What follows belongs to an exercise in optimizing a design on an open flow for small area, a short achievable clock period and few clock cycles per item; a production flow would make more cautious choices.
Where RTL was checked, it was by simulation tests only, not by an equivalence proof against the original.

// winnow_key
module winnow_key (
    input  wire        clk,
    input  wire        rst,
    input  wire        req_valid,
    output wire        req_ready,
    input  wire [31:0] req_period,
    input  wire [9:0]  req_n_inst,
    input  wire [15:0] req_i_pred,
    input  wire        req_pol,
    input  wire [15:0] req_p_sw,
    input  wire [7:0]  req_k_th,
    input  wire [7:0]  req_th_code,
    input  wire        cell_valid,
    output wire        cell_ready,
    input  wire        cell_last,
    input  wire [15:0] cell_vcap,
    input  wire [18:0] cell_tau,
    input  wire [23:0] cell_cgain,
    input  wire [7:0]  cell_temp,
    input  wire        cell_ins,
    input  wire [9:0]  cell_pos,
    output reg         out_valid,
    output reg         out_last,
    output reg  [33:0] out_ck
);
==> flow/config.mk <==
export PLATFORM = sky130hd
export DESIGN_NAME = winnow_key
export DESIGN_NICKNAME = winnow_key
export VERILOG_FILES = /design/flow/design.v
export SDC_FILE = /design/flow/constraint.sdc
export NUM_CORES = 4
export LEC_CHECK = 0
export ABC_AREA = 1
export CAP_MARGIN = 20
export CORE_MARGIN = 2
export CORE_UTILIZATION = 40
export SLEW_MARGIN = 20
==> flow/constraint.sdc <==
create_clock -name core_clock -period 25.0 [get_ports {clk}]
set_input_delay 5.0000 -clock core_clock [delete_from_list [all_inputs] [get_ports {clk}]]
set_output_delay 5.0000 -clock core_clock [all_outputs]
set_load 0.01 [all_outputs]
standard.sh (not shown) runs the stock make flow with config.mk's settings and CLKGATE_MAP_FILE= SYNTH_SCRIPT=/design/flow/synth_recipe.tcl, a recipe that flattens the netlist after the stock synthesis.
==> flow/flow/run.sh <==
#!/bin/bash
set -euo pipefail
bash standard.sh "BUFFER_PORTS_ARGS=-buffer_cell sky130_fd_sc_hd__buf_4" finish > flow_make.log 2>&1
Testbench counts at the start, summed over its fixed seeds: cycles 12,040, items 11,512.
==> next run, changes <==
--- a/flow/design.v
+++ b/flow/design.v
@@ -18,17 +18,17 @@
     input  wire [23:0] cell_cgain,
     input  wire [7:0]  cell_temp,
     input  wire        cell_ins,
     input  wire [9:0]  cell_pos,
     output reg         out_valid,
     output reg         out_last,
     output reg  [33:0] out_ck
 );
-    localparam integer MS = 2;               
+    localparam integer MS = 3;               
     localparam integer MOD_CYC = (32 + MS - 1) / MS;   
     localparam integer PW = MOD_CYC * MS;              
     localparam [5:0] READY_AT = (MOD_CYC >= 3) ? MOD_CYC - 3 : 0;
     reg        req_ready_r;
     reg        req_nld;        
     reg        cell_ready_r;
     reg        cell_nrdy;      
     assign req_ready  = req_ready_r;
The new run finished clean.
Synthesized cell count came out higher slightly.
Synthesized area came out higher slightly.
Worst setup slack gets worse by 0.67 ns.
Cell count came out higher slightly.
Flip-flop and latch count came out higher by 1.
Routed wire length came out higher slightly.
Final area came out higher slightly.
The RTL of the second run of this note was laid out without a check of its function.

Another version of the RTL of winnow_key (not shown whole).
For scale: roughly 5100 cells after synthesis, about 210 I/O pins, roughly 44000 um2 of cells after synthesis.
==> flow/config.mk <==
export PLATFORM = sky130hd
export DESIGN_NAME = winnow_key
export DESIGN_NICKNAME = winnow_key
export VERILOG_FILES = /design/flow/design.v
export SDC_FILE = /design/flow/constraint.sdc
export NUM_CORES = 4
export LEC_CHECK = 0
export ABC_AREA = 1
export CAP_MARGIN = 20
export CORE_MARGIN = 2
export CORE_UTILIZATION = 55
export CTS_CLUSTER_DIAMETER = 100
export CTS_CLUSTER_SIZE = 24
export SLEW_MARGIN = 20
==> flow/constraint.sdc <==
create_clock -name core_clock -period 25.0 [get_ports {clk}]
set_input_delay 5.0000 -clock core_clock [delete_from_list [all_inputs] [get_ports {clk}]]
set_output_delay 5.0000 -clock core_clock [all_outputs]
set_load 0.01 [all_outputs]
==> flow/flow/run.sh <==
#!/bin/bash
set -euo pipefail
here=$(pwd)
res=$here/orfs/results/${FLOW_PLATFORM:-sky130hd}/winnow_key/base
args=("BUFFER_PORTS_ARGS=-buffer_cell sky130_fd_sc_hd__buf_4"
      "POST_GLOBAL_PLACE_TCL=$here/flow/input_buffers.tcl")
bash standard.sh "${args[@]}" "$res/1_2_yosys.v" > flow_make_synth.log 2>&1
cp "$res/1_2_yosys.v" "$here/1_2_yosys.standard.v"
python3 "$here/flow/fa_polarity.py" "$here/1_2_yosys.standard.v" "$res/1_2_yosys.v" > fa_polarity.log 2>&1
bash standard.sh "${args[@]}" finish > flow_make.log 2>&1
Other scripts of this flow, unchanged in this note and not shown: flow/flow/fa_polarity.py, flow/flow/input_buffers.tcl
Edit:
--- a/flow/design.v
+++ b/flow/design.v
@@ -1862,14 +1862,16 @@
     wire tb_w681 = tb_w570 ^ (~((r_one[6] & tb6_xn42) | (r_two[6] & tb6_xn42))) ^ ((r_one[7] & tb7_xn41) | (r_two[7] & tb7_xn40));
     wire tb_w682 = (tb_w570 & (~((r_one[6] & tb6_xn42) | (r_two[6] & tb6_xn42)))) | (((r_one[7] & tb7_xn41) | (r_two[7] & tb7_xn40)) & (tb_w570 ^ (~((r_one[6] & tb6_xn42) | (r_two[6] & tb6_xn42)))));
     wire tb_w683 = ((r_one[7] & tb7_xn42) | (r_two[7] & tb7_xn41)) ^ 1'b1;
     wire tb_w684 = ((r_one[7] & tb7_xn42) | (r_two[7] & tb7_xn41)) & 1'b1;
     wire [58:0] tb_ra = {1'b1, tb_w684, tb_w682, tb_w680, tb_w678, tb_w676, tb_w674, tb_w672, tb_w670, tb_w668, tb_w666, tb_w664, tb_w662, tb_w660, tb_w658, tb_w656, tb_w654, tb_w652, tb_w650, tb_w648, tb_w646, tb_w644, tb_w642, tb_w640, tb_w638, tb_w636, tb_w634, tb_w632, tb_w630, tb_w628, tb_w626, tb_w624, tb_w622, tb_w620, tb_w618, tb_w616, tb_w614, tb_w612, tb_w610, tb_w608, tb_w606, tb_w604, tb_w602, tb_w600, tb_w598, tb_w596, tb_w594, tb_w592, tb_w590, tb_w588, tb_w586, tb_w584, tb_w582, tb_w580, tb_w578, tb_w576, tb_w574, tb_w572, tb_w571};
     wire [58:0] tb_rb = {1'b0, (~((r_one[7] & tb7_xn42) | (r_two[7] & tb7_xn42))), tb_w683, tb_w681, tb_w679, tb_w677, tb_w675, tb_w673, tb_w671, tb_w669, tb_w667, tb_w665, tb_w663, tb_w661, tb_w659, tb_w657, tb_w655, tb_w653, tb_w651, tb_w649, tb_w647, tb_w645, tb_w643, tb_w641, tb_w639, tb_w637, tb_w635, tb_w633, tb_w631, tb_w629, tb_w627, tb_w625, tb_w623, tb_w621, tb_w619, tb_w617, tb_w615, tb_w613, tb_w611, tb_w609, tb_w607, tb_w605, tb_w603, tb_w601, tb_w599, tb_w597, tb_w595, tb_w593, tb_w591, tb_w589, tb_w587, tb_w585, tb_w583, tb_w581, tb_w579, tb_w577, tb_w575, tb_w573, 1'b1};
-    wire [58:0] v_full = tb_ra + tb_rb;
-    wire [26:0] v_next = v_full[58:32];
+    wire [32:0] v_lo = {1'b0, tb_ra[31:0]} + {1'b0, tb_rb[31:0]};
+    wire        v_c32_next = v_lo[32];
+    wire [26:0] v_ha_next = tb_ra[58:32];
+    wire [26:0] v_hb_next = tb_rb[58:32];
     wire r_ip_nz  = |(r_one | r_two);
     wire r_ip_pos = r_ip_nz && !r_ip_sign;
     wire r_ip_neg = r_ip_sign;
     wire r_flip   = r_pol ? r_ip_pos : r_ip_neg;
     wire a_rbit_next = !((|(s0_tone | s0_ttwo)) && (s0_cgain != 24'd0) &&
                          (s0_tsign ? r_ip_pos : r_ip_neg));
@@ -1891,23 +1893,27 @@
         a_pos  <= s0_pos;
     end
     wire [15:0] kt_hot = r_k_th * a_hot;
     wire [16:0] pen_lo = {1'b0, r_p_sw} + {1'b0, kt_hot[11:0], 4'd0};
     wire [15:0] pen    = (pen_lo[16] || kt_hot[15:12] != 4'd0) ? 16'hFFFF : pen_lo[15:0];
     reg        b_v, b_last, b_ins;
-    reg [26:0] b_vs;
+    reg [26:0] b_ha, b_hb;     
+    reg        b_c32;
     reg [15:0] b_pen;
     reg [9:0]  b_pos;
     always @(posedge clk) begin
         b_v    <= !rst && a_v;
         b_last <= a_last;
-        b_vs   <= v_next;
+        b_ha   <= v_ha_next;
+        b_hb   <= v_hb_next;
+        b_c32  <= v_c32_next;
         b_pen  <= pen;
         b_ins  <= a_ins;
         b_pos  <= a_pos;
     end
+    wire [26:0] b_vs   = b_ha + b_hb + {26'd0, b_c32};
     wire        v_neg  = b_vs[26];
     wire        v_ovf  = !b_vs[26] && (b_vs[25:24] != 2'b00);
     wire [23:0] v_pred = v_neg ? 24'd0 : v_ovf ? 24'hFF_FFFF : b_vs[23:0];
     wire [23:0] key_v  = v_pred ^ {24{r_flip}};
     wire [24:0] kadd = {1'b0, key_v} + {1'b0, {8{b_ins}}, b_pen ^ {16{b_ins}}} + {24'd0, b_ins};
     wire [23:0] key  = b_ins ? (kadd[24] ? kadd[23:0] : 24'd0)
What happened: Setup slack gets better by 0.33 ns; clock skew stays flat; design area falls by 2.6%; non-clock buffer count grows by 5; first-iteration DRC count fell by 6.7%; count of clock-buffer cells in the layout is higher by 3.
Testbench counts after the change, summed over its fixed seeds: cycles 12,040, items 11,512.
The RTL of the first run of this note was laid out without a check of its function.

## afterwards: timing with drivers on the ports
The flow's constraints put no driver on any port. The routed layouts listed below were extracted and timed again, unchanged, in two steps.
Step 1, drivers: a clkbuf_16 drives clk and a buf_2 each remaining input, both assumed.
Step 2 adds t to the input delays and takes it off the output delays; t is the mean of the earliest and latest rising clock arrival at the registers after step 1. Input paths then give back, and output paths get back, about the clock's delay inside the block.
Slacks: ideal / step 1 / step 2; pairs: ideal / step 1.
| run | shift t [ns] | setup WS [ns] | latest minus earliest clock arrival (ns) |
|---|---|---|---|
| the first run of note 1 | 0.696 | 18.847 / 18.777 / 18.995 | 0.058 / 0.058 |
| the second run of note 1 | 0.702 | 18.174 / 18.174 / 18.174 | 0.034 / 0.035 |
| the first run of note 2 | 0.692 | 18.597 / 18.597 / 18.597 | 0.039 / 0.039 |
| the second run of note 2 | 0.670 | 18.927 / 18.859 / 19.147 | 0.037 / 0.036 |
After both steps every run listed still meets setup and hold.
